Context: an optimization exercise on an open-source flow, tuned for small area, a short achievable clock period and few clock cycles. The choices shown serve that exercise and are no tape-out recipe. Function was checked by simulation only, so behaviour that the tests miss may differ from the original.

==> 01-21 <==
==> flow/design.v (excerpt) <==
module ce_exec (
    input  wire        clk,
    input  wire        rst,
    input  wire        in_valid,
    input  wire [31:0] in_instr,
    output wire        in_ready,
    output reg         wb_valid,
    output reg  [3:0]  wb_reg,
    output reg  [23:0] wb_data
);
export LEC_CHECK = 0
export ABC_AREA = 1
export CAP_MARGIN = 40
export CORE_MARGIN = 2
export CORE_UTILIZATION = 40
export PLACE_DENSITY = 0.6
export SLEW_MARGIN = 80
create_clock -name core_clock -period 16.0 [get_ports {clk}]
run.sh (not shown) runs the stock make flow with config.mk's settings and CLKGATE_MAP_FILE= SYNTH_SCRIPT=/design/flow/synth_recipe.tcl, a recipe that flattens the netlist after the stock synthesis.
==> 05-04: changes against 01-21 <==
- SLEW_MARGIN: 80 -> 30
==> 01-12: changes against 01-21 <==
--- a/flow/design.v
+++ b/flow/design.v
@@ -24,39 +24,34 @@
     reg        rdy;           
     reg        e1_v;          
     reg        e1_stale;      
     reg        e1_last;       
     reg [3:0]  e1_step;
     reg [31:0] ir;
     reg [23:0] opa, opb;
     reg [23:0] opm;           
-    reg        d_neg, d_sat;
-    reg        c_bsel, c_one, c_two, c_sub, c_abs, c_fcacc, c_fcb, c_park, c_addsub;
+    reg        d_neg;
+    reg        c_bsel, c_one, c_two, c_sub, c_abs, c_fcacc, c_fcb, c_park;
     reg        c_fctmp;       
     reg        c_first;       
     reg        c_second;      
-    reg        c_third;       
     reg        c_div;         
     reg [11:0] b_one, b_two, b_neg;    
     reg        e2_we;
     reg [3:0]  e2_rd;
     reg [4:0]  e2_t;
     reg        e2_nm, e2_wrap, e2_force;
-    reg        e2_divq;       
     reg [1:0]  e2_fk;         
     reg [1:0]  e2_movs;       
     reg [48:0] tmp;
     wire div_early;
     wire e1_done = e1_last | div_early;      
-    wire e1_take = rdy | div_early;          
-    reg        f_v;
-    reg [31:0] f_ir;
-    assign in_ready = !f_v | e1_take;
-    wire accept = f_v & e1_take;
+    assign in_ready = rdy | div_early;
+    wire accept = in_valid & in_ready;
     function automatic is_mm(input [5:0] o);
         is_mm = (o == OP_MINS) || (o == OP_MAXS);
     endfunction
     function automatic [3:0] last_step(input [31:0] x);
         case (x[31:26])
             OP_PARK:          last_step = 4'd3;
             OP_DIV:           last_step = NI;
             OP_MINS, OP_MAXS: last_step = {2'b00, x[13:12]};     
@@ -64,16 +59,17 @@
         endcase
     endfunction
     function automatic [7:0] src_addr(input [31:0] x);
         reg [3:0] a, b;
         begin
             a = x[21:18];
             b = x[17:14];
             case (x[31:26])
+                OP_SUB:           src_addr = {b, a};
                 OP_PARK:          src_addr = {a, b + 4'd1};
                 OP_MINS, OP_MAXS: src_addr = {a, a + 4'd1};
                 default:          src_addr = {a, b};
             endcase
         end
     endfunction
     function automatic reads_reg(input [31:0] x, input [3:0] r);
         reg [3:0] a, b;
@@ -124,47 +120,47 @@
     wire o_fclr = (op == OP_FCLR);
     wire signed [5:0] shf_raw = ir[5:0];
     wire signed [5:0] shf_n = (shf_raw > 6'sd23) ? 6'sd23 :
                               (shf_raw < -6'sd23) ? -6'sd23 : shf_raw;
     wire shf_left = !shf_n[5];
     wire [4:0] shf_t = shf_left ? (5'd23 - shf_n[4:0]) : (5'd0 - shf_n[4:0]);
     reg  [3:0] addr1, addr2;
     always @(*) begin
-        if (e1_take)
-            {addr1, addr2} = src_addr(f_ir);
+        if (in_ready)
+            {addr1, addr2} = src_addr(in_instr);
         else if (e1_stale)
             {addr1, addr2} = src_addr(ir);
         else if (o_park) begin
             case (e1_step[1:0])
                 2'd0:    {addr1, addr2} = {ra + 4'd1, rb};
                 2'd1:    {addr1, addr2} = {ra + 4'd1, rb + 4'd1};
                 default: {addr1, addr2} = {ra, rb};
             endcase
         end else begin
             addr1 = ra + {e1_step[2:0], 1'b0} + 4'd2;
             addr2 = ra + {e1_step[2:0], 1'b0} + 4'd3;
         end
     end
     wire [23:0] e2_val;
-    wire        bypass = e1_take | e1_stale;
+    wire        bypass = in_ready | e1_stale;
     wire [23:0] rp1 = (bypass && e2_we && e2_rd == addr1) ? e2_val : w[addr1];
     wire [23:0] rp2 = (bypass && e2_we && e2_rd == addr2) ? e2_val : w[addr2];
-    wire [23:0] ldi_imm = f_ir[21] ? {f_ir[20:0], 3'b000}
-                                   : {{3{f_ir[20]}}, f_ir[20:0]};
+    wire [23:0] ldi_imm = in_instr[21] ? {in_instr[20:0], 3'b000}
+                                       : {{3{in_instr[20]}}, in_instr[20:0]};
     wire [47:0] acc_r = acc[rk];
     wire [47:0] acc_k = aovf[rk] ? {!acc_r[47], {47{acc_r[47]}}} : acc_r;
     reg  [48:0] fc;
     always @(*) begin
         if (c_fcacc)
             fc = {acc_k[47], acc_k};
         else if (c_fctmp)
             fc = tmp;
         else if (c_fcb)
-            fc = {{25{opa[23]}}, opa};
+            fc = {{25{opb[23]}}, opb};
         else
             fc = 49'd0;
     end
     wire [48:0] fr;
     ce_fma u_fma (.a(opm), .bone(b_one), .btwo(b_two), .bneg(b_neg), .c(fc), .r(fr));
     wire        mac_ovf = fr[48] ^ fr[47];
     wire        mm_max = op[0];
     wire [23:0] mm_t  = tmp[23:0];
@@ -189,53 +185,54 @@
             dv_s   = {dv_rem, dv_lo[23]};
             dv_t   = {1'b0, dv_s} - {2'b0, opa};
             dv_rem = dv_t[25] ? dv_s[23:0] : dv_t[23:0];
             dv_lo  = {dv_lo[22:0], !dv_t[25]};
         end
     end
     wire        div_bz  = (opb == 24'd0);           
     wire        div_az  = (opa == 24'd0);
+    wire        div_sat = (tmp[47:24] >= opa);      
     wire        div_e0  = c_first & (div_bz | div_az);
-    wire        div_e1  = c_third & d_sat;
+    wire        div_e1  = c_second & div_sat;
     assign div_early = e1_work & o_div & (div_e0 | div_e1);
-    wire [24:0] div_mag = div_e0 ? {div_bz & !div_az, 24'd0} : 25'h1000000;
+    wire [24:0] div_mag = div_e0 ? {div_bz & !div_az, 24'd0} :
+                          div_e1 ? 25'h1000000 : {1'b0, dv_lo};
     wire        div_nm  = div_e0 ? (div_bz & opa[23]) : d_neg;
-    wire [48:0] e2_v = (e2_divq ? {25'd0, tmp[23:0]} : tmp) ^ {49{e2_nm}};
-    wire [49:0] e2_u = {e2_v, e2_nm};
+    wire [48:0] div_fin = {{24{1'b0}}, div_mag} ^ {49{div_nm}};
+    wire [49:0] e2_u = {tmp, e2_nm};
     wire [49:0] e2_sh = e2_u >> e2_t;
     wire [24:0] e2_lo = e2_sh[24:0];
     wire [22:0] e2_lowmask = ~({23{1'b1}} << e2_t);
     wire        e2_sticky = |(e2_u[22:0] & e2_lowmask);
-    wire        e2_inc = e2_nm | !e2_v[48] | e2_sticky;
+    wire        e2_inc = e2_nm | !tmp[48] | e2_sticky;
     wire [24:0] e2_hmask = {25{1'b1}} << e2_t;           
     wire        e2_hi0 = ((e2_u[49:25] & e2_hmask) == 25'd0);
     wire        e2_hi1 = ((~e2_u[49:25] & e2_hmask) == 25'd0);
     wire [25:0] e2_s = {1'b0, e2_lo} + {25'd0, e2_inc};
     wire        e2_ovf = !((e2_hi0 & (e2_s[25:24] == 2'b00)) | (e2_hi1 & (e2_s[25] | e2_s[24])));
     wire        e2_sat = !e2_wrap & e2_ovf;
     assign e2_val = (e2_movs == 2'd1) ? {18'd0, flags} :
                     (e2_movs == 2'd2) ? {21'd0, win} :
-                    e2_sat ? {e2_v[48], {23{!e2_v[48]}}} : e2_s[24:1];
+                    e2_sat ? {tmp[48], {23{!tmp[48]}}} : e2_s[24:1];
     wire        e2_flag = e2_we & !e2_wrap & (e2_ovf | e2_force);
     wire [5:0]  e2_fset = !e2_flag ? 6'd0 :
                           (e2_fk == 2'd0) ? 6'b000001 :
                           (e2_fk == 2'd1) ? 6'b000010 :
                           (e2_fk == 2'd2) ? 6'b000100 : 6'b010000;
     wire        last_now = e1_done;
-    reg         n_we, n_nm, n_wrap, n_force, n_divq;
+    reg         n_we, n_nm, n_wrap, n_force;
     reg  [3:0]  n_rd;
     reg  [4:0]  n_t;
     reg  [1:0]  n_fk, n_movs;
     always @(*) begin
         n_we    = 1'b0;
         n_rd    = rd;
         n_t     = 5'd0;
         n_nm    = 1'b0;
-        n_divq  = 1'b0;
         n_wrap  = 1'b0;
         n_force = 1'b0;
         n_fk    = 2'd0;
         n_movs  = 2'd0;
         case (op)
             OP_LDI, OP_MOV: begin n_we = 1'b1; n_wrap = 1'b1; end
             OP_MOVS: begin n_we = 1'b1; n_wrap = 1'b1; n_movs = (ir[2:0] == 3'd3) ? 2'd2 : 2'd1; end
             OP_ADD, OP_SUB: begin n_we = 1'b1; n_wrap = bit11; end
@@ -246,45 +243,44 @@
             OP_PARK: begin
                 n_we = e1_step[0];
                 n_rd = e1_step[1] ? rd + 4'd1 : rd;
                 n_t  = 5'd23;
             end
             OP_DIV: begin
                 n_we = last_now;
                 n_nm = div_nm;
-                n_divq = !div_e0 & !div_e1;
                 n_fk = (c_first & div_bz) ? 2'd3 : 2'd1;
                 n_force = c_first & div_bz;
             end
             OP_MINS, OP_MAXS: begin n_we = last_now; n_wrap = 1'b1; end
             default: ;
         endcase
         n_we = n_we & e1_work;
     end
-    wire [5:0] iop = f_ir[31:26];
+    wire [5:0] iop = in_instr[31:26];
     wire n_bsel  = (iop == OP_MUL) | (iop == OP_MAC) | (iop == OP_MSU) | (iop == OP_PARK);
-    wire n_shl   = (iop == OP_SHF) & !f_ir[5];
-    wire n_shr   = (iop == OP_SHF) & f_ir[5];
+    wire n_shl   = (iop == OP_SHF) & !in_instr[5];
+    wire n_shr   = (iop == OP_SHF) & in_instr[5];
     wire n_one   = (iop == OP_ADD) | (iop == OP_SUB) | (iop == OP_ABS) | (iop == OP_MOV) | n_shr;
     wire n_sub   = (iop == OP_MSU) | (iop == OP_SUB);
-    wire n_fcacc = ((iop == OP_MAC) | (iop == OP_MSU)) & !f_ir[11] | (iop == OP_MVA);
+    wire n_fcacc = ((iop == OP_MAC) | (iop == OP_MSU)) & !in_instr[11] | (iop == OP_MVA);
     wire n_fcb   = (iop == OP_ADD) | (iop == OP_SUB) | (iop == OP_LDI);
     reg nc_bsel, nc_one, nc_two, nc_sub, nc_div;
     reg [3:0] nc_sh;
     always @(*) begin
         nc_bsel = c_bsel;
         nc_one  = c_one;
         nc_two  = c_two;
         nc_sub  = c_sub;
         nc_div  = c_div;
         nc_sh   = sh;
-        if (e1_take) begin
+        if (in_ready) begin
             nc_div  = (iop == OP_DIV);
-            nc_sh   = f_ir[3:0];
+            nc_sh   = in_instr[3:0];
             nc_bsel = n_bsel;
             nc_one  = n_one;
             nc_two  = n_shl;
             nc_sub  = n_sub | ((iop == OP_ABS) & rp1[23]);
         end else if (e1_stale) begin
             if (c_abs) nc_sub = rp1[23];
         end else if (e1_v & !e1_done) begin
             nc_sub = c_park & nstep[0] & (nstep[1] ^ bit11);
@@ -307,109 +303,98 @@
             end
         end
     end
     wire [3:0] nstep = e1_step + 4'd1;
     wire [3:0] wsel  = e2_rd;
     wire [23:0] w_d  = rst ? 24'd0 : e2_val;
     wire [47:0] a_d  = rst ? 48'd0 : fr[47:0];
     wire        mac_we = e1_work & (o_mac | o_msu);
-    wire        stale_hit = e1_v & writes_reg(op) & reads_reg(f_ir, o_park ? rd + 4'd1 : rd);
+    wire        stale_hit = e1_v & writes_reg(op) & reads_reg(in_instr, o_park ? rd + 4'd1 : rd);
     integer i;
     always @(posedge clk) begin
         for (i = 0; i < 16; i = i + 1)
             if (rst || (e2_we && wsel == i)) w[i] <= w_d;
         for (i = 0; i < 4; i = i + 1)
             if (rst || (mac_we && rk == i)) begin
                 acc[i]  <= a_d;
                 aovf[i] <= !rst & mac_ovf;
             end
         wb_reg  <= e2_rd;
         wb_data <= e2_val;
         if (e1_work & o_div & !e1_done) begin
             if (c_first) opa <= div_ub;
         end else
-            opa <= (e1_take & (iop == OP_LDI)) ? ldi_imm : rp1;
-        opm <= (e1_take ? ((iop == OP_ADD) | (iop == OP_SUB)) : c_addsub) ? rp2 : rp1;
-        opb <= rp2;
+            opa <= rp1;
+        opm <= rp1;
+        opb <= (in_ready & (in_instr[31:26] == OP_LDI)) ? ldi_imm : rp2;
         c_sub <= nc_sub;
         c_div <= nc_div;
         b_one <= nb_one;
         b_two <= nb_two;
         b_neg <= nb_neg;
         if (o_div & (!c_first | div_e0))
-            tmp <= (div_e0 | div_e1) ? {24'd0, div_mag} : {1'b0, dv_rem, dv_lo};
+            tmp <= last_now ? div_fin : {1'b0, dv_rem, dv_lo};
         else if (o_mm)
             tmp <= {{25{mm_m2[23]}}, mm_m2};
         else
             tmp <= fr;
-        if (e1_work & o_div & c_second)
-            d_sat <= (tmp[47:24] >= opa);
         if (e1_work & o_div & c_first) begin
             d_neg <= opa[23] ^ opb[23];
         end
         e2_rd    <= n_rd;
         e2_t     <= n_t;
         e2_nm    <= n_nm;
-        e2_divq  <= n_divq;
         e2_wrap  <= n_wrap;
         e2_force <= n_force;
         e2_fk    <= n_fk;
         e2_movs  <= n_movs;
-        if (in_valid & in_ready)
-            f_ir <= in_instr;
         if (rst) begin
-            f_v      <= 1'b0;
             flags    <= 6'd0;
             win      <= 3'd0;
             rdy      <= 1'b1;
             e1_v     <= 1'b0;
             e1_stale <= 1'b0;
             e1_last  <= 1'b0;
             e2_we    <= 1'b0;
             wb_valid <= 1'b0;
         end else begin
             wb_valid <= e2_we;
             e2_we    <= n_we;
-            if (in_valid & in_ready) f_v <= 1'b1;
-            else if (accept)         f_v <= 1'b0;
             flags <= ((flags | e2_fset) & ~((e1_work & o_fclr) ? ir[5:0] : 6'd0)) |
                      {3'b000, mac_we & mac_ovf, 2'b00};
             if (e1_work & o_mm) win <= mm_p2;
             if (accept) begin
-                ir       <= f_ir;
+                ir       <= in_instr;
                 c_bsel   <= n_bsel;
                 c_one    <= n_one;
                 c_two    <= n_shl;
                 c_abs    <= (iop == OP_ABS);
                 c_fcacc  <= n_fcacc;
                 c_fcb    <= n_fcb;
-                c_addsub <= (iop == OP_ADD) | (iop == OP_SUB);
                 c_park   <= (iop == OP_PARK);
                 c_fctmp  <= 1'b0;
                 c_first  <= 1'b1;
                 c_second <= 1'b0;
-                c_third  <= 1'b0;
                 e1_v     <= 1'b1;
                 e1_step  <= 4'd0;
                 e1_stale <= stale_hit;
-                e1_last  <= (last_step(f_ir) == 4'd0);
-                rdy      <= !stale_hit && (last_step(f_ir) == 4'd0);
+                e1_last  <= (last_step(in_instr) == 4'd0);
+                rdy      <= !stale_hit && (last_step(in_instr) == 4'd0);
             end else if (e1_v) begin
                 if (e1_stale) begin
                     e1_stale <= 1'b0;
                     rdy      <= e1_last;
                 end else if (e1_done) begin
                     e1_v <= 1'b0;
                     rdy  <= 1'b1;
                 end else begin
                     e1_step <= nstep;
                     c_first <= 1'b0;
                     c_second <= c_first;
-                    c_third  <= c_second;
                     c_fctmp <= c_park & nstep[0];
                     e1_last <= (nstep == last_step(ir));
                     rdy     <= (nstep == last_step(ir));
                 end
             end else begin
                 rdy <= 1'b1;
             end
         end
- ABC_AREA: 1 -> unset
- SLEW_MARGIN: 80 -> 30
==> qor summary <==
XOR/XNOR Fraction of Synth Area: 05-04 6.14%; 01-21 6.14%; 01-12 6.97%
Largest stage delay, worst path: 05-04 0.59 ns; 01-21 0.57 ns; 01-12 0.83 ns
Number of clock buffers in the layout: 05-04 124; 01-21 119; 01-12 117
Run status: 05-04 complete, no violations; 01-21 complete, no violations; 01-12 complete, no violations
Worst reg2reg endpoint: 05-04 aovf[1]; 01-21 flags[2]; 01-12 tmp[35]
Global routing usage summed across all routing layers: 05-04 34.5%; 01-21 34.9%; 01-12 32.5%
First-pass GRT wire length: 05-04 409 mm; 01-21 415 mm; 01-12 385 mm
Critical path arrival: 05-04 8.70 ns; 01-21 8.27 ns; 01-12 9.67 ns
Die outline height: 05-04 406 µm; 01-21 406 µm; 01-12 403 µm
Vias in the first global route: 05-04 57400; 01-21 59200; 01-12 53200
Number of buffers added by the clock tree synthesis step: 05-04 100; 01-21 98; 01-12 94
# placed instances: 05-04 9830; 01-21 10100; 01-12 8098
Floorplan die width: 05-04 406 µm; 01-21 406 µm; 01-12 403 µm
Final worst-path cycle share: 05-04 51.6%; 01-21 47.5%; 01-12 56.5%
Clock-pin slew on the worst setup and hold paths: 05-04 0.07 ns; 01-21 0.06 ns; 01-12 0.06 ns
Testbench counts of 01-21, summed over its fixed seeds: cycles 33,731.
Testbench counts of 05-04, summed over its fixed seeds: cycles 33,731.
Testbench counts of 01-12, summed over its fixed seeds: cycles 33,620.

-- port drivers added, routing unchanged --
How much do the figures lean on ideal ports? The routed layouts below were timed once more, with nothing changed but the port constraints. Step 1 sets driving cells, clkbuf_16 on the clock port and buf_2 on the other inputs (assumed; they add their load-dependent delay and slew). Step 2 moves the port delays by t, midway between the first and last clock arrival at a register: inputs arrive t later, outputs are due t later. That takes back most of the time a late clock gives input paths. Slacks: ideal ports / drivers / drivers and shift; pairs: ideal ports / drivers.
run	t, ns	setup WS [ns]	hold slack, ns	slew at the worst register clock pin (ns)	worst data-port slew with drivers (ns)
01-21	0.831	8.396 / 8.396 / 8.396	0.410 / 0.410 / 0.410	0.07 / 0.07	0.06
05-04	0.819	7.744 / 7.744 / 7.744	0.398 / 0.398 / 0.398	0.07 / 0.07	0.07
01-12	0.798	6.963 / 7.015 / 6.217	0.540 / 0.540 / 0.540	0.07 / 0.07	0.07
After both steps setup and hold are still met in every run listed. The setup slack of 01-12, which loses most, moves by +0.052 ns with the drivers and by -0.746 ns with both steps.
